Background: an optimization exercise with open tools, aiming at small area. Do not read the settings as production practice. Function was checked by simulation only, so behaviour that the tests miss may differ from the original. No activity file was given, so power comes from the tool's default toggle rates.

### flow/config.mk
export PLATFORM = sky130hd
export DESIGN_NAME = zmr8_fltch
export DESIGN_NICKNAME = zmr8_fltch
export VERILOG_FILES = /design/flow/design.v
export SDC_FILE = /design/flow/constraint.sdc
export NUM_CORES = 4
export LEC_CHECK = 0
export ABC_AREA = 1
export CAP_MARGIN = 20
export CORE_MARGIN = 2
export CORE_UTILIZATION = 65
export GPL_TIMING_DRIVEN = 0
export PLACE_DENSITY = 0.75
export SLEW_MARGIN = 20
export SYNTH_HIERARCHICAL = 1
### flow/constraint.sdc
create_clock -name core_clock -period 20.0 [get_ports {clk}]
set_input_delay 4.0000 -clock core_clock [delete_from_list [all_inputs] [get_ports {clk}]]
set_output_delay 4.0000 -clock core_clock [all_outputs]
set_load 0.01 [all_outputs]
### flow/design.v
module zmr8_add22 (
    input  wire [21:0] a,
    input  wire [21:0] b,
    input  wire        ci,
    output wire [21:0] s
);
    wire [22:0] c;
    assign c[0] = ci;
    genvar k;
    generate
        for (k = 0; k < 22; k = k + 1) begin : g
            assign s[k]   = a[k] ^ b[k] ^ c[k];
            assign c[k+1] = (a[k] & b[k]) | (c[k] & (a[k] ^ b[k]));
        end
    endgenerate
endmodule
module zmr8_fltch (
    input  wire        clk,
    input  wire        rst,             
    input  wire [3:0]  pkt,             
    input  wire        pkt_ovr,         
    input  wire        clamp_i,         
    input  wire        sync,            
    input  wire [1:0]  cfg_preset,      
    input  wire [1:0]  cfg_rank,        
    input  wire [23:0] cfg_calg,        
    input  wire [23:0] cfg_calo,        
    input  wire [1:0]  cfg_then,        
    input  wire [1:0]  cfg_th0_mode,
    input  wire [23:0] cfg_th0_level,
    input  wire [15:0] cfg_th0_hyst,    
    input  wire [15:0] cfg_th0_dur,
    input  wire [1:0]  cfg_th1_mode,
    input  wire [23:0] cfg_th1_level,
    input  wire [15:0] cfg_th1_hyst,
    input  wire [15:0] cfg_th1_dur,
    output reg         out_valid,
    output reg  [23:0] out_value,
    output reg         out_ovr,
    output reg         out_disturb,
    output reg         out_settling,
    output reg         out_clamped,
    output wire [1:0]  th_active,
    output reg  [1:0]  th_rise,
    output reg  [1:0]  th_fall,
    output reg  [15:0] th0_count,
    output reg  [15:0] th1_count
);
    localparam H = 27;                  
    function [56:0] f_add;
        input [55:0] a;
        input [55:0] b;
        input        ci;
        integer i;
        reg c;
        begin
            c = ci;
            for (i = 0; i < 56; i = i + 1) begin
                f_add[i] = a[i] ^ b[i] ^ c;
                c = (a[i] & b[i]) | (c & (a[i] ^ b[i]));
            end
            f_add[56] = c;
        end
    endfunction
    function [16:0] f_inc;
        input [15:0] a;
        input        ci;
        integer i;
        reg c;
        begin
            c = ci;
            for (i = 0; i < 16; i = i + 1) begin
                f_inc[i] = a[i] ^ c;
                c = a[i] & c;
            end
            f_inc[16] = c;
        end
    endfunction
    function f_geu;
        input [25:0] a;
        input [25:0] b;
        integer i;
        reg c;
        begin
            c = 1'b1;
            for (i = 0; i < 26; i = i + 1)
                c = (a[i] & ~b[i]) | (c & (a[i] | ~b[i]));
            f_geu = c;
        end
    endfunction
    function f_meet;
        input [23:0] y;
        input [1:0]  mode;
        input [23:0] lev;
        input [15:0] hys;
        input        st;
        reg        m3, sub_h, neg, ge;
        reg [18:0] hx;
        reg [56:0] th, zz;
        reg [26:0] t_ext, z;
        begin
            m3    = (mode == 2'd3);
            sub_h = st & !m3;
            hx    = st ? ({3'b000, hys} ^ {19{sub_h}}) : 19'd0;
            th    = f_add({39'd0, lev[23:7]}, {37'd0, hx}, sub_h);
            t_ext = {th[18], th[18:0], lev[6:0]};
            neg   = (mode == 2'd2) || ((mode == 2'd0 || m3) && y[23]);
            zz    = f_add({29'd0, {3{y[23]}}, y}, {29'd0, t_ext ^ {27{!neg}}}, !neg);
            z     = zz[26:0];
            ge    = neg ? (z[26] | (z == 27'd0)) : !z[26];
            f_meet = ge ^ st ^ m3;
        end
    endfunction
    function [16:0] f_run;
        input        meet;
        input [15:0] dur;
        input [15:0] run;
        input        en;
        input        fire;
        reg        done;
        reg [16:0] r1;
        begin
            r1    = f_inc(run, 1'b1);
            done  = f_geu({10'd0, r1[15:0]}, {10'd0, dur});    
            f_run[16]   = en & fire & meet & done;
            f_run[15:0] = !en ? 16'd0 :
                          !fire ? run :
                          (!meet || done) ? 16'd0 : r1[15:0];
        end
    endfunction
    reg [1:0]  preset_q;
    reg [1:0]  rank_q;
    reg [23:0] calg_q;
    reg [23:0] calo_q;
    reg [1:0]  then_q;
    reg [1:0]  mode0_q, mode1_q;
    reg [23:0] lev0_q, lev1_q;
    reg [15:0] hys0_q, hys1_q;
    reg [15:0] dur0_q, dur1_q;
    reg [3:0]  settle_cnt;
    wire [1:0] rank_next = (cfg_rank == 2'd3) ? rank_q : cfg_rank;
    always @(posedge clk) begin
        if (rst) begin
            preset_q <= 2'd1;
            rank_q   <= 2'd0;
            calg_q   <= 24'h40_0000;
            calo_q   <= 24'd0;
            then_q   <= 2'b00;
            mode0_q  <= 2'd0;  mode1_q <= 2'd0;
            lev0_q   <= 24'h7F_FFFF;  lev1_q <= 24'h7F_FFFF;
            hys0_q   <= 16'h0010;  hys1_q <= 16'h0010;
            dur0_q   <= 16'h0001;  dur1_q <= 16'h0001;
        end else if (sync) begin
            preset_q <= cfg_preset;
            rank_q   <= rank_next;
            calg_q   <= cfg_calg;
            calo_q   <= cfg_calo;
            then_q   <= cfg_then;
            mode0_q  <= cfg_th0_mode;   mode1_q <= cfg_th1_mode;
            lev0_q   <= cfg_th0_level;  lev1_q  <= cfg_th1_level;
            hys0_q   <= cfg_th0_hyst;   hys1_q  <= cfg_th1_hyst;
            dur0_q   <= cfg_th0_dur;    dur1_q  <= cfg_th1_dur;
        end
    end
    wire n5 = (preset_q == 2'd0);
    wire n3 = (preset_q == 2'd3);
    wire n4 = !n5 && !n3;
    wire [9:0] dec_mask = {~preset_q[1] & ~preset_q[0], ~preset_q[1], ~(preset_q[1] & preset_q[0]), 7'h7F};
    wire restart = rst | sync;
    reg  [9:0] ph;
    wire [16:0] ph_i = f_inc({6'd0, ph}, 1'b1);
    wire [9:0]  ph_inc = ph_i[9:0];
    wire [9:0] pm = ph & dec_mask;      
    wire dec_now = !restart && (pm == dec_mask);
    reg        run;                     
    wire       lowp = run && !restart && (pm[9:5] == 5'd0);
    wire [4:0] p = pm[4:0];
    wire       lowd = run && (pm[9:5] == 5'd0);    
    always @(posedge clk) begin
        if (restart) begin
            ph  <= 10'd0;
            run <= 1'b0;
        end else begin
            ph  <= ph_inc;
            if (dec_now) run <= 1'b1;
        end
    end
    reg  [H-1:0] l0, l1, l2, l3, l4;
    reg  [H-1:0] h0, h1, h2, h3, h4;
    reg          g0, g1, g2, g3, g4;
    reg          xs;                    
    wire [H-1:0] l0n, l1n, l2n, l3n, l4n, h0n, h1n, h2n, h3n, h4n;
    wire         g0n, g1n, g2n, g3n, g4n;
    wire [56:0] sl0 = f_add({29'd0, l0}, {29'd0, {(H-4){pkt[3]}}, pkt}, 1'b0);
    wire [56:0] sl1 = f_add({29'd0, l1}, {29'd0, l0}, 1'b0);
    wire [56:0] sl2 = f_add({29'd0, l2}, {29'd0, l1}, 1'b0);
    wire [56:0] sl3 = f_add({29'd0, l3}, {29'd0, l2}, 1'b0);
    wire [56:0] sl4 = f_add({29'd0, l4}, {29'd0, l3}, 1'b0);
    wire [56:0] sh0 = f_add({29'd0, h0}, {29'd0, {H{xs}}}, g0);
    wire [56:0] sh1 = f_add({29'd0, h1}, {29'd0, h0}, g1);
    wire [56:0] sh2 = f_add({29'd0, h2}, {29'd0, h1}, g2);
    wire [56:0] sh3 = f_add({29'd0, h3}, {29'd0, h2}, g3);
    wire [56:0] sh4 = f_add({29'd0, h4}, {29'd0, h3}, g4);
    assign {g0n, l0n} = sl0[H:0];
    assign {g1n, l1n} = sl1[H:0];
    assign {g2n, l2n} = sl2[H:0];
    assign {g3n, l3n} = sl3[H:0];
    assign {g4n, l4n} = sl4[H:0];
    assign h0n = sh0[H-1:0];
    assign h1n = sh1[H-1:0];
    assign h2n = sh2[H-1:0];
    assign h3n = sh3[H-1:0];
    assign h4n = sh4[H-1:0];
    always @(posedge clk) begin
        l0 <= l0n; l1 <= l1n; l2 <= l2n; l3 <= l3n; l4 <= l4n;
        h0 <= h0n; h1 <= h1n; h2 <= h2n; h3 <= h3n; h4 <= h4n;
        g0 <= g0n; g1 <= g1n; g2 <= g2n; g3 <= g3n; g4 <= g4n;
        xs <= pkt[3];
    end
    reg [H-1:0] cl0, cl1, cl2, cl3, cl4;
    reg [H-1:0] ch0, ch1, ch2, ch3, ch4;
    reg [H-1:0] wl, wh;                 
    reg         cq;                     
    wire lo0 = dec_now;
    wire lo_s = lo0 || (lowp && (p[4:2] == 3'd0));
    wire lo_c = lo0 || (lowp && ((p == 5'd0) || (p == 5'd1) || (p == 5'd2 && !n3) || (p == 5'd3 && n5)));
    wire hi0 = lowp && (p == 5'd0);
    wire hi_s = lowp && ((p[4:2] == 3'd0) || (p == 5'd4));
    wire hi_c = lowp && ((p == 5'd0) || (p == 5'd1) || (p == 5'd2) || (p == 5'd3 && !n3) || (p == 5'd4 && n5));
    wire [H-1:0] al = lo0 ? (n5 ? l4 : n3 ? l2 : l3) : wl;
    wire [H-1:0] ah = hi0 ? (n5 ? h4 : n3 ? h2 : h3) : wh;
    wire [H-1:0] dl, dh;
    wire         dlc;
    wire [56:0] scl = f_add({29'd0, al}, {29'd0, ~cl0}, 1'b1);
    wire [56:0] sch = f_add({29'd0, ah}, {29'd0, ~ch0}, cq);
    assign {dlc, dl} = scl[H:0];
    assign dh = sch[H-1:0];
    always @(posedge clk) begin
        cq <= dlc;
        if (lo_s) begin
            cl0 <= cl1; cl1 <= cl2; cl2 <= cl3; cl3 <= cl4;
            cl4 <= lo_c ? al : cl0;
        end
        if (hi_s) begin
            ch0 <= ch1; ch1 <= ch2; ch2 <= ch3; ch3 <= ch4;
            ch4 <= hi_c ? ah : ch0;
        end
    end
    reg       ovr_acc;
    reg [3:0] ovr_hist;
    wire      ovr_period = ovr_acc | pkt_ovr;
    wire span_ovr = ovr_period | ovr_hist[0] | ovr_hist[1] | (ovr_hist[2] & !n3) | (ovr_hist[3] & n5);
    always @(posedge clk) begin
        if (restart) begin
            ovr_acc  <= 1'b0;
            ovr_hist <= 4'd0;
        end else if (dec_now) begin
            ovr_acc  <= 1'b0;
            ovr_hist <= {ovr_hist[2:0], ovr_period};
        end else begin
            ovr_acc  <= ovr_period;
        end
    end
    reg       clamp_seen;
    reg [1:0] dist_after;
    wire      clamp_period = clamp_seen | clamp_i;
    wire      dist_now = clamp_period | (dist_after != 2'd0);
    always @(posedge clk) begin
        if (rst) begin
            clamp_seen <= 1'b0;
            dist_after <= 2'd0;
        end else if (dec_now) begin
            clamp_seen <= 1'b0;
            if (clamp_period)            dist_after <= 2'd2;
            else if (dist_after != 2'd0) dist_after <= {1'b0, dist_after[1]};
        end else begin
            clamp_seen <= clamp_period;
        end
    end
    reg [4:0] win_ovr, win_dist;
    always @(posedge clk) begin
        if (restart) begin
            win_ovr  <= 5'd0;
            win_dist <= 5'd0;
        end else if (dec_now) begin
            win_ovr  <= {win_ovr[3:0], span_ovr};
            win_dist <= {win_dist[3:0], dist_now};
        end
    end
    reg  [55:0] acc;
    wire [55:0] w_ext = {{2{wh[H-1]}}, wh, wl};
    wire s_neg = wh[H-1];
    reg [55:0] r_scale;
    integer k;
    always @(*) begin
        for (k = 0; k < 56; k = k + 1) begin
            case (preset_q)
                2'd0:    r_scale[k] = s_neg ? (k < 50) : (k == 50);
                2'd1:    r_scale[k] = s_neg ? (k < 36) : (k == 36);
                2'd2:    r_scale[k] = s_neg ? (k < 32) : (k == 32);
                default: r_scale[k] = s_neg ? (k < 21) : (k == 21);
            endcase
        end
    end
    reg [25:0] code;
    always @(*) begin
        case (preset_q)
            2'd0:    code = acc[54:29];
            2'd1:    code = acc[40:15];
            2'd2:    code = acc[36:11];
            default: code = acc[25:0];
        endcase
    end
    wire [26:0] d = wl;
    wire [3:0]  bi = p[3:0];
    wire [25:0] g_ext = {1'b0, calg_q, 1'b0};
    wire [2:0]  bdig = {g_ext[2*bi+2], g_ext[2*bi+1], g_ext[2*bi]};
    wire [55:0] r_cal = {calg_q[23] ? {{5{d[26]}}, d} : 32'd0, 2'b00, ~d[26], {21{d[26]}}};
    reg [55:0] a_op, b_op;
    reg        b_inv;
    always @(*) begin
        a_op   = acc;
        b_op   = 56'd0;
        b_inv  = 1'b0;
        if (lowd) case (p)
            5'd5:  begin a_op = r_scale; b_op = w_ext; end
            5'd6:  begin a_op = {{4{acc[55]}}, acc[55:4]}; b_op = w_ext; b_inv = 1'b1; end
            5'd7, 5'd9, 5'd11, 5'd12:
                   begin a_op = {{3{acc[55]}}, acc[55:3]}; b_op = w_ext; end
            5'd8, 5'd10:
                   begin a_op = {{3{acc[55]}}, acc[55:3]}; b_op = w_ext; b_inv = 1'b1; end
            5'd13: begin
                a_op  = {{30{code[25]}}, code};
                b_op  = {{32{calo_q[23]}}, calo_q};
                b_inv = 1'b1;
            end
            5'd16, 5'd17, 5'd18, 5'd19, 5'd20, 5'd21,
            5'd22, 5'd23, 5'd24, 5'd25, 5'd26, 5'd27: begin
                a_op  = (p == 5'd16) ? r_cal : {{2{acc[55]}}, acc[55:2]};
                b_inv = bdig[2];
                case (bdig)
                    3'b001, 3'b010, 3'b101, 3'b110: b_op = {{29{d[26]}}, d};
                    3'b011, 3'b100:                 b_op = {{28{d[26]}}, d, 1'b0};
                    default:                        b_op = 56'd0;
                endcase
            end
            default: ;
        endcase
    end
    wire [55:0] b_x = b_op ^ {56{b_inv}};
    wire [33:0] sum_lo;
    wire        c_lo;
    wire [21:0] sum_h0, sum_h1;
    wire [56:0] sal = f_add({22'd0, a_op[33:0]}, {22'd0, b_x[33:0]}, b_inv);
    assign {c_lo, sum_lo} = sal[34:0];
    zmr8_add22 u_ah0 (.a(a_op[55:34]), .b(b_x[55:34]), .ci(1'b0), .s(sum_h0));
    zmr8_add22 u_ah1 (.a(a_op[55:34]), .b(b_x[55:34]), .ci(1'b1), .s(sum_h1));
    wire [55:0] acc_nx = {c_lo ? sum_h1 : sum_h0, sum_lo};
    always @(posedge clk) begin
        acc <= acc_nx;
    end
    reg  [25:0] v1, v2, v3, v4;
    reg  b12, b13, b14, b23, b24, b34;
    wire [25:0] x0 = acc[25:0];
    wire [25:0] x0f = {~x0[25], x0[24:0]};
    wire x_le1, x_le2, x_le3, x_le4;
    assign x_le1 = f_geu({~v1[25], v1[24:0]}, x0f);
    assign x_le2 = f_geu({~v2[25], v2[24:0]}, x0f);
    assign x_le3 = f_geu({~v3[25], v3[24:0]}, x0f);
    assign x_le4 = f_geu({~v4[25], v4[24:0]}, x0f);
    wire [2:0] r0_5 = {2'd0, !x_le1} + {2'd0, !x_le2} + {2'd0, !x_le3} + {2'd0, !x_le4};
    wire [2:0] r1_5 = {2'd0, x_le1} + {2'd0, !b12} + {2'd0, !b13} + {2'd0, !b14};
    wire [2:0] r2_5 = {2'd0, x_le2} + {2'd0, b12} + {2'd0, !b23} + {2'd0, !b24};
    wire [2:0] r3_5 = {2'd0, x_le3} + {2'd0, b13} + {2'd0, b23} + {2'd0, !b34};
    wire s0_3 = (x_le1 ^ x_le2);                   
    wire s1_3 = (x_le1 == b12);                    
    reg [25:0] med;
    always @(*) begin
        if (rank_q == 2'd1) begin
            med = s0_3 ? x0 : s1_3 ? v1 : v2;
        end else if (rank_q == 2'd2) begin
            med = (r0_5 == 3'd2) ? x0 : (r1_5 == 3'd2) ? v1 :
                  (r2_5 == 3'd2) ? v2 : (r3_5 == 3'd2) ? v3 : v4;
        end else begin
            med = x0;
        end
    end
    wire med_step = lowp && (p == 5'd14);
    always @(posedge clk) begin
        if (med_step) begin
            v1 <= x0; v2 <= v1; v3 <= v2; v4 <= v3;
            b12 <= x_le1; b13 <= x_le2; b14 <= x_le3;
            b23 <= b12;   b24 <= b13;   b34 <= b23;
        end
    end
    always @(posedge clk) begin
        if (lo_c)          wl <= dl;
        else if (med_step) wl <= {med[25], med};
        if (hi_c)          wh <= dh;
    end
    wire [27:0] y = acc[27:0];
    wire clamp_hi = !y[27] && (y[26:23] != 4'd0);
    wire clamp_lo =  y[27] && (y[26:23] != 4'hF);
    wire [23:0] clamped_val = clamp_hi ? 24'h7F_FFFF :
                              clamp_lo ? 24'h80_0000 : y[23:0];
    wire      settling_now = (settle_cnt != 4'd0);
    wire [23:0] y_out   = settling_now ? 24'd0 : clamped_val;
    wire        clp_out = !settling_now && (clamp_hi || clamp_lo);
    reg s3_ovr, s3_dist;
    always @(*) begin
        case (rank_q)
            2'd1:    begin s3_ovr = |win_ovr[2:0]; s3_dist = |win_dist[2:0]; end
            2'd2:    begin s3_ovr = |win_ovr;      s3_dist = |win_dist;      end
            default: begin s3_ovr = win_ovr[0];    s3_dist = win_dist[0];    end
        endcase
    end
    wire ovr_out = s3_ovr | clp_out;
    wire out_now = lowp && (p == 5'd31);
    always @(posedge clk) begin
        if (rst) begin
            settle_cnt <= 4'd4;            
        end else if (sync) begin
            settle_cnt <= ((cfg_preset == 2'd0) ? 4'd5 : (cfg_preset == 2'd3) ? 4'd3 : 4'd4) +
                          ((rank_next == 2'd1) ? 4'd3 : (rank_next == 2'd2) ? 4'd5 : 4'd0);
        end else if (out_now && settling_now) begin
            settle_cnt <= settle_cnt - 4'd1;
        end
    end
    reg         st0, st1;
    reg  [15:0] run0, run1;
    wire        fire = out_now && !settling_now;
    wire [1:0]  t_rise, t_fall;
    wire [15:0] run0_n, run1_n, cnt0_n, cnt1_n;
    wire        cnt0_sat, cnt1_sat;
    reg  meet0, meet1;
    wire sel1 = !p[0];                  
    wire m_sh = f_meet(y_out, sel1 ? mode1_q : mode0_q, sel1 ? lev1_q : lev0_q,
                       sel1 ? hys1_q : hys0_q, sel1 ? st1 : st0);
    always @(posedge clk) begin
        if (lowp && p == 5'd29) meet0 <= m_sh;
        if (lowp && p == 5'd30) meet1 <= m_sh;
    end
    wire [16:0] det0 = f_run(meet0, dur0_q, run0, then_q[0], fire);
    wire [16:0] det1 = f_run(meet1, dur1_q, run1, then_q[1], fire);
    assign {t_rise[0], run0_n} = det0;
    assign {t_rise[1], run1_n} = det1;
    wire [16:0] cn0 = f_inc(th0_count, 1'b1);
    wire [16:0] cn1 = f_inc(th1_count, 1'b1);
    assign {cnt0_sat, cnt0_n} = cn0;
    assign {cnt1_sat, cnt1_n} = cn1;
    assign th_active = {st1, st0};
    always @(posedge clk) begin
        if (rst) begin
            st0 <= 1'b0; st1 <= 1'b0;
            run0 <= 16'd0; run1 <= 16'd0;
            th_rise   <= 2'b00;
            th_fall   <= 2'b00;
            th0_count <= 16'd0;
            th1_count <= 16'd0;
        end else begin
            run0 <= run0_n;
            run1 <= run1_n;
            if (t_rise[0]) st0 <= !st0; else if (!then_q[0]) st0 <= 1'b0;
            if (t_rise[1]) st1 <= !st1; else if (!then_q[1]) st1 <= 1'b0;
            th_rise <= {t_rise[1] & !st1, t_rise[0] & !st0};
            th_fall <= {t_rise[1] &  st1, t_rise[0] &  st0};
            if (t_rise[0] && !st0 && !cnt0_sat) th0_count <= cnt0_n;
            if (t_rise[1] && !st1 && !cnt1_sat) th1_count <= cnt1_n;
        end
    end
    always @(posedge clk) begin
        if (rst) begin
            out_valid    <= 1'b0;
            out_value    <= 24'd0;
            out_ovr      <= 1'b0;
            out_disturb  <= 1'b0;
            out_settling <= 1'b1;
            out_clamped  <= 1'b0;
        end else begin
            out_valid   <= out_now;
            out_clamped <= 1'b0;
            if (out_now) begin
                out_value    <= y_out;
                out_ovr      <= ovr_out;
                out_disturb  <= s3_dist;
                out_settling <= settling_now;
                out_clamped  <= clp_out;
            end
        end
    end
endmodule
### flow/flow/run.sh
#!/bin/bash
# Layout: the standard flow (standard.sh, its synthesis unchanged), with
# two changes: the port buffers are the smallest buffer (buf_1), and clock
# tree synthesis uses large sink clusters on clkbuf_16 leaf buffers and
# inserts no dummy loads; the buffers synthesis left are removed at the
# floorplan (placement is not timing-driven, which would remove them). The tools' output goes to standard.log and to the
# ORFS logs under orfs/logs.
export BUFFER_PORTS_ARGS="-buffer_cell sky130_fd_sc_hd__buf_1"
export REMOVE_ABC_BUFFERS=1
export CTS_ARGS="-sink_clustering_enable -repair_clock_nets -buf_list {sky130_fd_sc_hd__clkbuf_16} -sink_clustering_size 25 -sink_clustering_max_diameter 80 -dont_use_dummy_load"
bash standard.sh > standard.log 2>&1
### flow/standard.sh
#!/bin/bash
# synth_recipe.tcl (not shown) runs the flow's synth.tcl, then flattens the netlist and writes it again
# the make line also repeats each setting of config.mk as NAME=value (left out here)
make -C /OpenROAD-flow-scripts/flow DESIGN_CONFIG=/design/flow/config.mk WORK_HOME=/design/flow/orfs CLKGATE_MAP_FILE= SYNTH_SCRIPT=/design/flow/synth_recipe.tcl "${@:-finish}"
==> results.yml, run 1 <==
timing:
  max_slew_margin_pct: 24.18
  finalWorstSetupSlack_ps: 1220
  hold_violations: 0
  min_period_ps: 18780
  fin_skew_ps: 60.82
  slew_viol_final: 0
  finalSetupViolCount: 0
  worst_pin_slew_ps: 1136
  rsz0062_at_grt: "false"
  fmax_mhz: 53.25
  tns_ps: 0
  fin_crit_sh_pct: 93.90
place:
  dpl-instance-area_um2: 55480
  buffer_ports.inserted: 245
  dp_hpwl_um: 95140
  gp_congestion: 0.9420
  dp_slack_ps: 1403
hold_path:
  worstHoldStart: "ch2[18]$_DFFE_PP_"
  min_path_type: "reg2reg"
cells_and_area:
  fin_nets: 6067
  stdcell_area_um2: 56880
  synthToLayoutAreaGrowth_pct: 6.696
  final_cell_mix: "nand2_1 (873), inv_1 (651), dfxtp_1 (633)"
  largest_reg_flops: 56
  layout_commonest_cell: "nand2_1"
  top_register: "acc"
  drive_above_1_share_pct: 4.728
worst_setup_path:
  arrival_ps: 19280
  worstSetupPathType: "reg2reg"
  r2r_start: "ph[0]$_SDFF_PP0_"
  crit_fanout: 69
  end_kind: "flop"
  crit_slowest_cell: "fa_1"
  crit_path_max_incr_delay_ps: 840
  startpoint_type: "flop"
  cp.required_ps: 20500
  startpoint: "ph[0]$_SDFF_PP0_"
  crit_top_cell: "fa_1"
synth:
  yosys_register_bits: 1071
  synthTopCellsByArea: "edfxtp_1 (25%), dfxtp_1 (24%), fa_1 (16%)"
  yosys.area.top_type: "edfxtp_1"
  synth_enable_flop_cells: 436
  yosysSeqAreaShare_pct: 48.40
  synth_area_um2: 53310
  ys_types: 58
  netlist.area_leader.share_pct: 24.56
  syn_inst: 5255
  synth_warnings: 7
  synth_ff_type: "dfxtp_1"
  async_reset_ff_share_pct: 0
  synth_area_per_cell_um2: 10.14
clock_tree:
  clock_latency_ps: 670
  ctsHtreeMaxLevel: 2
  cts_made_buffers: 53
  cts_tree: "yes"
  post_cts_buffers: 0
  cts_root_buf: "clkbuf_16"
  postCtsHoldBufs: 0
  cts_resized: 0
  cts_buffer_depth: 3
  cts.clk_slew.worst_paths_ps: 100
  cts_num_sinks: 1071
drt:
  drt_wl_total_um: 128800
  drt-pass1-iter-count: 6
  drt_iter0_markers: 4629
  top_layer_used: "met5"
  drc: 0
  drt-met1-wl_um: 53090
  detail-route-antenna-nets: 0
  viasPerCell: 5.865
  met3WireLength_um: 10630
  dr_wl_met2_um: 59560
  vias: 37760
  wl_per_cell_um: 20.00
global_routing:
  antenna_found_initial: 17
  grt_pass1_wl_um: 203500
  gr-total-overflow: 0
  grt_usage_pct: 30.75
  grt_max_degree: 77
  grt_pass1_vias: 36730
pwr:
  vdd_drop_max_v: 0.00009544
  p_leak_nw: 22.68
  power_density_nw_per_um2: 99.36
status:
  status: "complete, no violations"
die:
  chipHeight_um: 290.4
  die_w_um: 290.4
  rows: 105
  fp.coreArea_um2: 81580
  dieArea_um2: 84320
  start_util_pct: 65.34
  ioPinCount: 246
flow_run:
  max_cap_viol_count: 0
[power by group]
group	leakage [nW]	internal, W	switching, W
Clock	0.653	0.000473	0.000670
Sequential	9.18	0.00268	0.000373
Combinational	12.8	0.000675	0.000784
Total	22.7	0.00382	0.00183
[through the flow]
step | utilization [%] | total power, W | std cells | hold WS, ps
2_1_floorplan | - | 0.004036 | 4972 | 400.3
3_3_place_gp | 66.74 | 0.004374 | 6287 | 400.4
3_5_place_dp | 68.01 | 0.004579 | 6367 | 404.5
4_1_cts | 69.63 | 0.005719 | 6420 | 391.4
5_1_grt | 69.71 | 0.006123 | 6436 | 405.5
6_report | 69.72 | 0.005652 | 6438 | 386.6
[modules after synthesis, one instance, submodules excluded]
module      cells inside  area (um^2)  times used  flip-flops and latches
zmr8_fltch          5183        52350           1                    1071
zmr8_add22            36        479.2           2                       0
[cell families (layout without fill, tap and decap cells)]
family                   after synthesis  in the layout  synth area share, %
AO/OA/AOI/OAI                       1290           1290                14.47
XOR/XNOR                              75             75                1.232
adder cells (fa/ha/maj)              535            535                18.67
buffers and inverters                977           1073                6.982
flip-flops                          1071           1071                48.40
multiplexers                          22             22               0.4647
other                                  2             19              0.01409
AND/OR/NAND/NOR                     1283           1283                9.768
[cell usage after synthesis (all sizes together), types with 53 or more instances]
cell type,number
o22ai,112
o221ai,60
dfxtp,635
fa,434
nor2,214
o21ai,502
o211ai,97
inv,686
nand2,881
edfxtp,436
nand3,121
ha,101
clkbuf,230
buf,53
a21oi,296
[layer usage]
layer | GRT usage [%] | vias to the layer above
li1 | - | 17760
met1 | 43.35 | 18230
met2 | 48.64 | 1473
met3 | 4.351 | 304
met4 | 12.37 | 2
met5 | 0 | -
[worst max-delay path: cells and delay by family, from the launching register on]
family                     cells  cell delay (ps)
and+or+nand+nor                6             1740
AOI/OAI and AO/OA              1              170
muxes                          1              430
buffers and inverters         10             1830
DFF                            1              740
adders and majority gates     34            13640
[worst paths after layout]
kind	slack, ps	cells after the start	end
worst min register to register	390	0	ch1[18]$_DFFE_PP_
worst max-delay path	1220	52	acc[42]$_DFF_P_
worst max register to register	1220	52	acc[42]$_DFF_P_
worst min-delay path	390	0	ch1[18]$_DFFE_PP_
[layout make-up]
type,instances,area (um^2)
inverter,694,2621
timing repair buffer,326,1834
antenna,17,42.54
fill,6212,24700
clock buffer,53,1326
tap,1070,1339
multi-input combinational,3207,23910
sequential,1071,25810
==> run 2: changes to the inputs <==
--- a/flow/design.v
+++ b/flow/design.v
@@ -324,12 +324,13 @@
         b_inv  = 1'b0;
         if (lowd) case (p)
             5'd5:  begin a_op = r_scale; b_op = w_ext; end
-            5'd6:  begin a_op = {{4{acc[55]}}, acc[55:4]}; b_op = w_ext; b_inv = 1'b1; end
-            5'd7, 5'd9, 5'd11, 5'd12:
+            5'd6:  a_op = {{2{acc[55]}}, acc[55:2]};
+            5'd7:  begin a_op = {{2{acc[55]}}, acc[55:2]}; b_op = w_ext; b_inv = 1'b1; end
+            5'd8, 5'd10, 5'd12, 5'd13:
                    begin a_op = {{3{acc[55]}}, acc[55:3]}; b_op = w_ext; end
-            5'd8, 5'd10:
+            5'd9, 5'd11:
                    begin a_op = {{3{acc[55]}}, acc[55:3]}; b_op = w_ext; b_inv = 1'b1; end
-            5'd13: begin
+            5'd14: begin
                 a_op  = {{30{code[25]}}, code};
                 b_op  = {{32{calo_q[23]}}, calo_q};
                 b_inv = 1'b1;
@@ -385,7 +386,7 @@
             med = x0;
         end
     end
-    wire med_step = lowp && (p == 5'd14);
+    wire med_step = lowp && (p == 5'd15);
     always @(posedge clk) begin
         if (med_step) begin
             v1 <= x0; v2 <= v1; v3 <= v2; v4 <= v3;
==> flow/flow/run.sh (replaced) <==
#!/bin/bash
# Layout: the standard flow (standard.sh, its synthesis unchanged), with
# two changes: the port buffers are the smallest buffer (buf_1), and clock
# tree synthesis uses large sink clusters on clkbuf_16 leaf buffers and
# inserts no dummy loads. The tools' output goes to standard.log and to the
# ORFS logs under orfs/logs.
export BUFFER_PORTS_ARGS="-buffer_cell sky130_fd_sc_hd__buf_1"
export CTS_ARGS="-sink_clustering_enable -repair_clock_nets -buf_list {sky130_fd_sc_hd__clkbuf_16} -sink_clustering_size 25 -sink_clustering_max_diameter 80 -dont_use_dummy_load"
bash standard.sh > standard.log 2>&1
--- a/flow/config.mk
+++ b/flow/config.mk
@@ -9,7 +9,6 @@
 export CAP_MARGIN = 20
 export CORE_MARGIN = 2
 export CORE_UTILIZATION = 65
-export GPL_TIMING_DRIVEN = 0
 export PLACE_DENSITY = 0.75
 export SLEW_MARGIN = 20
 export SYNTH_HIERARCHICAL = 1
==> results.yml, run 2 <==
status:
  status: "complete, no violations"
flow_run:
  max_cap_viol_count: 0
hold_path:
  worstHoldStart: "cl4[13]$_DFFE_PP_"
  holdPathEnd: "cl3[13]$_DFFE_PP_"
  min_path_type: "reg2reg"
  whs_path_depth: 0
worst_setup_path:
  arrival_ps: 18350
  crit_slowest_cell: "fa_1"
  crit_path_max_incr_delay_ps: 880
  rrSetupSlack_ps: 2140
  crit_top_cell: "fa_1"
  end_kind: "flop"
  crit_fanout: 28
  r2r.worst_path.cells: 52
  worstSetupPathType: "reg2reg"
  cp.required_ps: 20490
  startpoint_type: "flop"
  r2r-end: "acc[54]$_DFF_P_"
  startpoint: "ph[1]$_SDFF_PP0_"
  r2r_start: "ph[1]$_SDFF_PP0_"
clock_tree:
  cts_resized: 0
  cts_tree: "yes"
  ctsHtreeMaxLevel: 2
  clock_latency_ps: 660
  cts_root_buf: "clkbuf_16"
  cts_num_sinks: 1071
  postCtsHoldBufs: 0
  post_cts_buffers: 0
  cts_made_buffers: 51
  cts.clk_slew.worst_paths_ps: 100
  cts_buffer_depth: 3
synth:
  synth_area_per_cell_um2: 10.25
  syn_inst: 5150
  async_reset_ff_share_pct: 0
  synth_most_common_cell: "nand2_1"
  synth_area_um2: 52800
  synth_warnings: 7
  yosys.area.top_type: "edfxtp_1"
  yosys_register_bits: 1071
  ys_types: 61
  yosysSeqAreaShare_pct: 48.87
  synth_commonest_cells: "nand2_1 (893), inv_1 (661), dfxtp_1 (635), o21ai_0 (500), edfxtp_1 (436)"
  synth_ff_type: "dfxtp_1"
  synthTopCellsByArea: "edfxtp_1 (25%), dfxtp_1 (24%), fa_1 (16%)"
  synth_enable_flop_cells: 436
  netlist.area_leader.share_pct: 24.80
pwr:
  switching_share_pct: 33.04
  p_leak_nw: 22.29
  power_frac_comb_pct: 26.8
  clockPowerShare_pct: 19.7
  power.share.sequential_pct: 53.4
  power_density_nw_per_um2: 102.2
  p_int_w: 0.003823
  switching_power_w: 0.001886
  vdd_drop_max_v: 0.0001369
place:
  gp_congestion: 0.9819
  dpl-instance-area_um2: 54590
  buffer_ports.inserted: 245
  dp_hpwl_um: 100900
timing:
  finalSetupViolCount: 0
  hold_violations: 0
  tns_ps: 0
  fin_skew_ps: 66.27
  rsz0062_at_grt: "false"
  min_period_ps: 17860
  worst_pin_slew_ps: 1148
  slew_viol_final: 0
  fin_crit_sh_pct: 89.31
  max_slew_margin_pct: 23.40
  fmax_mhz: 55.99
drt:
  drt_iter0_markers: 4048
  drc: 0
  detail-route-antenna-nets: 0
  wl_per_cell_um: 22.05
  drt_wl_total_um: 139100
  vias: 37230
  viasPerCell: 5.905
  drt-pass1-iter-count: 8
die:
  chipHeight_um: 289.0
  start_util_pct: 65.66
  dieArea_um2: 83530
  die_w_um: 289.0
  ioPinCount: 246
  fp.coreArea_um2: 80420
  rows: 104
global_routing:
  grt_pass1_wl_um: 213700
  grt_max_degree: 87
  grt_pass1_vias: 36120
  gr-total-overflow: 0
  antenna_found_initial: 1
  grt_usage_pct: 33.69
cells_and_area:
  layout_commonest_cell: "nand2_1"
  final_cell_mix: "nand2_1 (893), inv_1 (658), dfxtp_1 (633)"
  largest_reg_flops: 56
  stdcell_area_um2: 55870
  fin_nets: 5960
  fillerInstances: 5997
  fin_util_pct: 69.48
  drive_above_1_share_pct: 3.738
  top_register: "acc"
  synthToLayoutAreaGrowth_pct: 5.815
==> run 2: cell types whose count changed after synthesis, sizes merged, moves of 14 or more <==
cell	delta
a211oi	-40
o211ai	-51
a21o	+14
nand2	+16
o22ai	+17
o2111ai	+28
a31oi	-46
a21oi	-24
nor2	-37
o21ai	+19
a2bb2oi	+24
xor2	+20
inv	-14
==> run 2: final cells by class <==
class / instances / area, um^2 / area share (%)
clock buffers: 51 / 1276 / 2.284
diodes: 1 / 2.502 / 0.004479
repair buffers: 305 / 1371 / 2.454
multi-input cells: 3128 / 23500 / 42.05
flip-flops and latches: 1071 / 25810 / 46.19
inverters: 689 / 2592 / 4.640
well taps: 1060 / 1326 / 2.374
==> run 2: logic make-up after synthesis <==
group / count (synthesis) / share of synthesized area [%]
compound gates: 1217 / 13.79
xor+xnor: 95 / 1.576
other cells: 2 / 0.01422
mux: 23 / 0.4905
simple gates: 1256 / 9.585
fa+ha+maj: 535 / 18.85
flops: 1071 / 48.87
buf+inv: 951 / 6.831
==> run 2: critical path: cells and delay by family, from the launching register on <==
family | cells | cell delay (ps)
XOR/XNOR | 1 | 90
adder cells (fa/ha/maj) | 34 | 13590
buffers and inverters | 9 | 1860
flip-flops | 1 | 630
AND/OR/NAND/NOR | 4 | 460
AO/OA/AOI/OAI | 3 | 600
multiplexers | 1 | 430
==> run 2: per-module statistics from Yosys (local to each module, per instance) <==
module / area [um^2] / times used / cells
zmr8_add22: 479.2 / 2 / 36
zmr8_fltch: 51840 / 1 / 5078
==> run 2: stage by stage <==
stage / power (W) / setup slack (ps) / hold WS (ps) / instances
floorplan: 0.003978 / 4149 / 400.3 / 5150
global route: 0.006122 / 1483 / 427.5 / 6305
CTS: 0.005766 / 2216 / 420.8 / 6304
global placement: 0.004310 / 2412 / 400.2 / 6253
finish: 0.005709 / 2139 / 420.3 / 6305
detailed placement: 0.004567 / 2300 / 404.5 / 6253
==> run 2: how the worst max path moves through the flow <==
stage | end | slack [ps] | cells past startpoint
2_1_floorplan | acc[35]$_DFF_P_ | 4150 | 52
3_3_place_gp | acc[55]$_DFF_P_ | 2410 | 52
3_5_place_dp | acc[38]$_DFF_P_ | 2300 | 52
4_1_cts | acc[54]$_DFF_P_ | 2220 | 52
5_1_grt | acc[53]$_DFF_P_ | 1480 | 52
6_report | acc[54]$_DFF_P_ | 2140 | 52
==> run 2: layer usage <==
layer | vias to the layer above | track usage [%] | wire length, um | share of wire, %
met5 | - | 0 | 0 | 0
met4 | 0 | 10.89 | 5193 | 3.7
met3 | 266 | 4.244 | 11020 | 7.9
met2 | 1605 | 54.56 | 65960 | 47
met1 | 18090 | 47.85 | 56880 | 41
li1 | 17280 | - | - | -
==> run 2: power by group through the flow <==
stage	sequential, W	clock, W	combinational [W]
global placement	0.00307	0	0.00124
global route	0.00312	0.00121	0.00179
CTS	0.00306	0.00114	0.00156
detailed placement	0.00310	0	0.00146
floorplan	0.00300	0	0.000974
finish	0.00305	0.00113	0.00153
==> run 3: changes to the inputs <==
==> flow/flow/run.sh (replaced) <==
#!/bin/bash
# Layout: the standard flow (standard.sh, its synthesis unchanged), with
# two changes: the port buffers are the smallest buffer (buf_1), and clock
# tree synthesis uses large sink clusters on clkbuf_16 leaf buffers and
# inserts no dummy loads. The tools' output goes to standard.log and to the
# ORFS logs under orfs/logs.
export BUFFER_PORTS_ARGS="-buffer_cell sky130_fd_sc_hd__buf_1"
export CTS_ARGS="-sink_clustering_enable -repair_clock_nets -buf_list {sky130_fd_sc_hd__clkbuf_16} -sink_clustering_size 28 -sink_clustering_max_diameter 80 -dont_use_dummy_load"
bash standard.sh > standard.log 2>&1
--- a/flow/config.mk
+++ b/flow/config.mk
@@ -8,7 +8,7 @@
 export ABC_AREA = 1
 export CAP_MARGIN = 20
 export CORE_MARGIN = 2
-export CORE_UTILIZATION = 65
-export PLACE_DENSITY = 0.75
+export CORE_UTILIZATION = 75
+export PLACE_DENSITY = 0.85
 export SLEW_MARGIN = 20
 export SYNTH_HIERARCHICAL = 1
==> results.yml, run 3 <==
status:
  status: "complete, no violations"
global_routing:
  grt_usage_pct: 41.05
  grt_pass1_vias: 38420
  grt_max_degree: 92
  grt_pass1_wl_um: 226600
  gr-total-overflow: 0
  antenna_found_initial: 5
synth:
  synth_most_common_cell: "nand2_1"
  syn_inst: 5150
  synth_enable_flop_cells: 436
  synthTopCellsByArea: "edfxtp_1 (25%), dfxtp_1 (24%), fa_1 (16%)"
  synth_xor_area_share_pct: 1.576
  synth_area_um2: 52800
  ys_types: 61
  async_reset_ff_share_pct: 0
  yosysSeqAreaShare_pct: 48.87
  netlist.area_leader.share_pct: 24.80
  synth_area_per_cell_um2: 10.25
  synth_compound_area_share_pct: 13.79
  yosys_register_bits: 1071
  synth_top_family_by_area: "adder cells"
  yosys.area.top_type: "edfxtp_1"
  synth_commonest_cells: "nand2_1 (893), inv_1 (661), dfxtp_1 (635), o21ai_0 (500), edfxtp_1 (436)"
  yosys.area_share.simple_pct: 9.585
  synth_warnings: 7
  synthAdderAreaFrac_pct: 18.85
  synth_ff_type: "dfxtp_1"
  yosys-mux-area-fraction_pct: 0.4905
pwr:
  vdd_drop_max_v: 0.0001209
  switching_power_w: 0.002090
  clockPowerShare_pct: 18.4
  power_density_nw_per_um2: 107.2
  power_w: 0.005963
  power_frac_comb_pct: 29.7
  p_int_w: 0.003874
  power.share.sequential_pct: 51.9
  p_leak_nw: 22.21
  switching_share_pct: 35.04
worst_setup_path:
  r2r.worst_path.cells: 51
  worstSetupPathDepth: 51
  critical-path-top-delay-family: "adder cells"
  worstSetupPathType: "reg2reg"
  crit_top_cell: "fa_1"
  crit_fanout: 28
  crit_slowest_cell: "fa_1"
  rrSetupSlack_ps: 1940
  r2r_start: "ph[1]$_SDFF_PP0_"
  end_kind: "flop"
  cp_num_buf_inv: 8
  arrival_ps: 18550
  startpoint_type: "flop"
  r2r-end: "acc[34]$_DFF_P_"
  crit_path_max_incr_delay_ps: 850
  cp.required_ps: 20480
cells_and_area:
  final_cell_mix: "nand2_1 (893), inv_1 (657), dfxtp_1 (633)"
  synthToLayoutAreaGrowth_pct: 5.324
  fin_nets: 5949
  layout_commonest_cell: "nand2_1"
  top_register: "acc"
  drive_above_1_share_pct: 3.535
  largest_reg_flops: 56
place:
  dp_hpwl_um: 104200
  dp_slack_ps: 2277
  buffer_ports.inserted: 245
  gp_congestion: 1.035
drt:
  wl_per_cell_um: 24.13
  vias: 39300
  drt_iter0_markers: 5544
  drt_wl_total_um: 149100
  detail-route-antenna-nets: 0
  viasPerCell: 6.364
  drc: 0
  drt-pass1-iter-count: 7
clock_tree:
  cts_num_sinks: 1071
  cts_root_buf: "clkbuf_16"
  clock_latency_ps: 670
  cts_made_buffers: 47
  ctsHtreeMaxLevel: 2
  postCtsHoldBufs: 0
  cts.clk_slew.worst_paths_ps: 110
  cts_tree: "yes"
  cts_resized: 0
  cts_buffer_depth: 3
  post_cts_buffers: 0
timing:
  worst_pin_slew_ps: 1039
  hold_violations: 0
  finalWorstSetupSlack_ps: 1937
  min_period_ps: 18060
  fmax_mhz: 55.36
  tns_ps: 0
  slew_viol_final: 0
  finalSetupViolCount: 0
  rsz0062_at_grt: "false"
  fin_skew_ps: 80.71
  fin_crit_sh_pct: 90.32
  max_slew_margin_pct: 30.72
flow_run:
  max_cap_viol_count: 0
die:
  start_util_pct: 75.53
  dieArea_um2: 72540
  rows: 97
  die_w_um: 269.3
  ioPinCount: 246
  chipHeight_um: 269.3
  fp.coreArea_um2: 69910
hold_path:
  min_path_type: "reg2reg"
  whs_path_depth: 0
  worstHoldStart: "cl3[24]$_DFFE_PP_"
  holdPathEnd: "cl2[24]$_DFFE_PP_"
## run 3: logic make-up (layout without fill, tap and decap cells)
family | Yosys count | count (layout)
other | 2 | 5
muxes | 23 | 23
and+or+nand+nor | 1256 | 1256
DFF | 1071 | 1071
AOI/OAI and AO/OA | 1217 | 1217
xor gates and xnor gates | 95 | 95
adders and majority gates | 535 | 535
buffers and inverters | 951 | 1034
## run 3: layer usage
metal	share of wire, %	wire [um]	vias to the layer above	track usage [%]
met3	11	15890	596	7.507
li1	-	-	17260	-
met4	6.2	9303	2	20.91
met2	47	69910	2680	65.45
met5	0.0087	13	-	0
met1	36	53930	18770	54.72
## run 3: layout make-up
| class | count | area (um^2) |
|---|---|---|
| Inverter | 689 | 2591 |
| Fill cell | 4035 | 14290 |
| Antenna cell | 3 | 7.507 |
| Clock buffer | 47 | 1176 |
| Sequential cell | 1071 | 25810 |
| Tap cell | 940 | 1176 |
| Multi-Input combinational cell | 3128 | 23500 |
| Timing Repair Buffer | 298 | 1359 |
## run 3: how the worst max path moves through the flow
stage / from / endpoint / slack (ps)
floorplan: ph[0]$_SDFF_PP0_ / acc[35]$_DFF_P_ / 4150
global placement: ph[1]$_SDFF_PP0_ / acc[42]$_DFF_P_ / 2440
detailed placement: ph[1]$_SDFF_PP0_ / acc[42]$_DFF_P_ / 2280
CTS: ph[1]$_SDFF_PP0_ / acc[34]$_DFF_P_ / 2190
global route: ph[1]$_SDFF_PP0_ / acc[34]$_DFF_P_ / 1270
finish: ph[1]$_SDFF_PP0_ / acc[34]$_DFF_P_ / 1940
## run 3: through the flow
stage / hold slack (ps) / cells / area, um^2 / utilization, %
5_1_grt: 431.6 / 6176 / 55610 / 79.56
6_report: 423.5 / 6176 / 55610 / 79.56
2_1_floorplan: 400.3 / 5150 / 52800 / -
3_3_place_gp: 400.3 / 6124 / 54380 / 77.78
4_1_cts: 422.4 / 6171 / 55550 / 79.47
3_5_place_dp: 404.5 / 6124 / 54380 / 77.78
## run 3: per-module statistics from Yosys, one instance, submodules excluded
module      cells inside  flip-flops and latches
zmr8_add22            36                       0
zmr8_fltch          5078                    1071
## run 3: power by group through the flow
stage          combinational (W)  clock, W  sequential [W]
3_3_place_gp             0.00123         0         0.00307
2_1_floorplan           0.000974         0         0.00300
4_1_cts                  0.00175   0.00109         0.00309
6_report                 0.00177   0.00110         0.00309
5_1_grt                  0.00194   0.00116         0.00314
3_5_place_dp             0.00155         0         0.00311
==> run 4: changes to the inputs <==
==> flow/flow/run.sh (replaced) <==
#!/bin/bash
# Layout: the standard flow (standard.sh, its synthesis unchanged), with
# two changes: the port buffers are the smallest buffer (buf_1), and clock
# tree synthesis uses sink clusters of 14 on clkbuf_8 buffers and
# inserts no dummy loads. The tools' output goes to standard.log and to the
# ORFS logs under orfs/logs.
export BUFFER_PORTS_ARGS="-buffer_cell sky130_fd_sc_hd__buf_1"
export CTS_ARGS="-sink_clustering_enable -repair_clock_nets -buf_list {sky130_fd_sc_hd__clkbuf_8} -sink_clustering_size 14 -sink_clustering_max_diameter 60 -dont_use_dummy_load"
bash standard.sh > standard.log 2>&1
==> results.yml, run 4 <==
synth:
  yosys.area.top_type: "edfxtp_1"
  yosys-mux-area-fraction_pct: 0.4905
  synth_area_um2: 52800
  yosysSeqAreaShare_pct: 48.87
  synth_ff_type: "dfxtp_1"
  ys_types: 61
  yosys_register_bits: 1071
  synth_xor_area_share_pct: 1.576
  synth_most_common_cell: "nand2_1"
  synthAdderAreaFrac_pct: 18.85
  synthTopCellsByArea: "edfxtp_1 (25%), dfxtp_1 (24%), fa_1 (16%)"
  synth_commonest_cells: "nand2_1 (893), inv_1 (661), dfxtp_1 (635), o21ai_0 (500), edfxtp_1 (436)"
  synth_compound_area_share_pct: 13.79
  synth_top_family_by_area: "adder cells"
  async_reset_ff_share_pct: 0
  yosys.area_share.simple_pct: 9.585
  synth_warnings: 7
  synth_enable_flop_cells: 436
  synth_area_per_cell_um2: 10.25
  syn_inst: 5150
  netlist.area_leader.share_pct: 24.80
drt:
  viasPerCell: 6.313
  vias: 39270
  drt_iter0_markers: 5640
  drt-pass1-iter-count: 9
  detail-route-antenna-nets: 0
  wl_per_cell_um: 23.44
  drc: 0
  drt_wl_total_um: 145800
die:
  chipHeight_um: 269.3
  rows: 97
  start_util_pct: 75.53
  die_w_um: 269.3
  ioPinCount: 246
  dieArea_um2: 72540
  fp.coreArea_um2: 69910
worst_setup_path:
  worstSetupPathType: "reg2reg"
  cp_num_buf_inv: 8
  critical-path-top-delay-family: "adder cells"
  end_kind: "flop"
  crit_path_max_incr_delay_ps: 820
  crit_fanout: 28
  startpoint_type: "flop"
  crit_top_cell: "fa_1"
  crit_slowest_cell: "fa_1"
  arrival_ps: 18520
  cp.required_ps: 20600
pwr:
  power_density_nw_per_um2: 105.7
  p_leak_nw: 22.29
  p_int_w: 0.003831
  power_w: 0.005888
  vdd_drop_max_v: 0.0001320
  power_frac_comb_pct: 28.8
  power.share.sequential_pct: 52.3
  clockPowerShare_pct: 18.9
  switching_power_w: 0.002057
  switching_share_pct: 34.94
timing:
  fmax_mhz: 55.81
  hold_violations: 0
  worst_pin_slew_ps: 1028
  fin_skew_ps: 91.81
  max_slew_margin_pct: 31.43
  min_period_ps: 17920
  finalSetupViolCount: 0
  tns_ps: 0
  rsz0062_at_grt: "false"
  fin_crit_sh_pct: 89.59
  slew_viol_final: 0
hold_path:
  min_path_type: "reg2reg"
clock_tree:
  cts_tree: "yes"
  cts_resized: 0
  post_cts_buffers: 0
  cts.clk_slew.worst_paths_ps: 90
  ctsHtreeMaxLevel: 3
  cts_made_buffers: 91
  postCtsHoldBufs: 0
  clock_latency_ps: 760
  cts_root_buf: "clkbuf_8"
  cts_num_sinks: 1071
  cts_buffer_depth: 3
cells_and_area:
  top_register: "acc"
  drive_above_1_share_pct: 4.340
  layout_commonest_cell: "nand2_1"
  fin_util_pct: 79.67
  final_cell_mix: "nand2_1 (893), inv_1 (657), dfxtp_1 (633)"
  fin_nets: 5993
  largest_reg_flops: 56
  synthToLayoutAreaGrowth_pct: 5.474
status:
  status: "complete, no violations"
global_routing:
  grt_pass1_wl_um: 222700
  grt_use_met1_pct: 53.74
  grt_usage_pct: 40.14
  gr-total-overflow: 0
  antenna_found_initial: 6
  busiest_layer: "met2"
  grt_max_degree: 92
  grtUsageMet2_pct: 63.75
  grt_pass1_vias: 38530
  grt_use_met3_pct: 7.490
flow_run:
  max_cap_viol_count: 0
place:
  dp_hpwl_um: 104200
  buffer_ports.inserted: 245
  gp_congestion: 1.035
## run 4: metal layers
metal | up-vias | routed length [um]
met4 | 0 | 8181
met3 | 510 | 15200
met5 | - | 0
met1 | 18870 | 53620
li1 | 17350 | -
met2 | 2547 | 68780
## run 4: cell type report
cell class	count	area, um^2
Antenna cell	4	10.01
Clock buffer	91	1252
Fill cell	4132	14210
Inverter	689	2591
Multi-Input combinational cell	3128	23500
Sequential cell	1071	25810
Tap cell	940	1176
Timing Repair Buffer	298	1359
## run 4: modules after synthesis (local to each module, per instance)
| module | flops+latches | copies in the design |
|---|---|---|
| zmr8_fltch | 1071 | 1 |
| zmr8_add22 | 0 | 2 |
## run 4: logic make-up (layout without fill, tap and decap cells)
logic type                 after synthesis  count (layout)
AOI/OAI and AO/OA                     1217            1217
and+or+nand+nor                       1256            1256
muxes                                   23              23
other                                    2               6
adders and majority gates              535             535
DFF                                   1071            1071
buffers and inverters                  951            1078
xor gates and xnor gates                95              95
## run 4: through the flow
stage / hold slack (ps) / area, um^2 / cells / worst slack, ps
finish: 391.2 / 55690 / 6221 / 2081
global route: 400.8 / 55690 / 6221 / 1358
CTS: 384.6 / 55630 / 6215 / 2245
detailed placement: 404.5 / 54380 / 6124 / 2277
global placement: 400.3 / 54380 / 6124 / 2442
floorplan: 400.3 / 52800 / 5150 / 4149
## run 4: path summary, 6_finish.rpt
| path | startpoint | end | slack [ps] | depth (start not counted) |
|---|---|---|---|---|
| min reg2reg | cl1[21]$_DFFE_PP_ | cl0[21]$_DFFE_PP_ | 390 | 0 |
| min | cl1[21]$_DFFE_PP_ | cl0[21]$_DFFE_PP_ | 390 | 0 |
| max reg2reg | ph[1]$_SDFF_PP0_ | acc[44]$_DFF_P_ | 2080 | 51 |
| max | ph[1]$_SDFF_PP0_ | acc[44]$_DFF_P_ | 2080 | 51 |
## run 4: power by group through the flow
stage                     Combinational [W]  Clock [W]  Sequential (W)
after CTS                           0.00168    0.00110         0.00308
after detailed placement            0.00155          0         0.00311
after global placement              0.00123          0         0.00307
final                               0.00170    0.00111         0.00308
after floorplan                    0.000974          0         0.00300
after global routing                0.00189    0.00117         0.00314

[afterwards: timing with drivers on the ports]
In the flow no input, the clock included, has a driving cell. The finished layouts below were timed again as built, in two steps. Step 1 sets driving cells, clkbuf_16 on the clock port and buf_2 on the other inputs (assumed; they add their load-dependent delay and slew). Step 2, shift: input delay + t, output delay - t, t = (earliest + latest rising clock arrival at the registers) / 2. This alone moves slack from input paths to output paths. Slacks: ideal / step 1 / step 2; pairs: ideal / step 1.
run	t (ns)	setup WS [ns]	hold slack, ns	worst setup path at the end	latest minus earliest clock arrival (ns)
run 1	0.708	1.220 / 1.220 / 1.220	0.387 / 0.387 / 0.387	register to register	0.061 / 0.061
run 2	0.695	2.139 / 2.139 / 2.139	0.420 / 0.420 / 0.420	register to register	0.068 / 0.069
run 3	0.701	1.937 / 1.937 / 1.937	0.424 / 0.424 / 0.424	register to register	0.081 / 0.081
run 4	0.778	2.081 / 2.081 / 2.081	0.391 / 0.391 / 0.391	register to register	0.091 / 0.092
After both steps setup and hold are still met in every run listed.
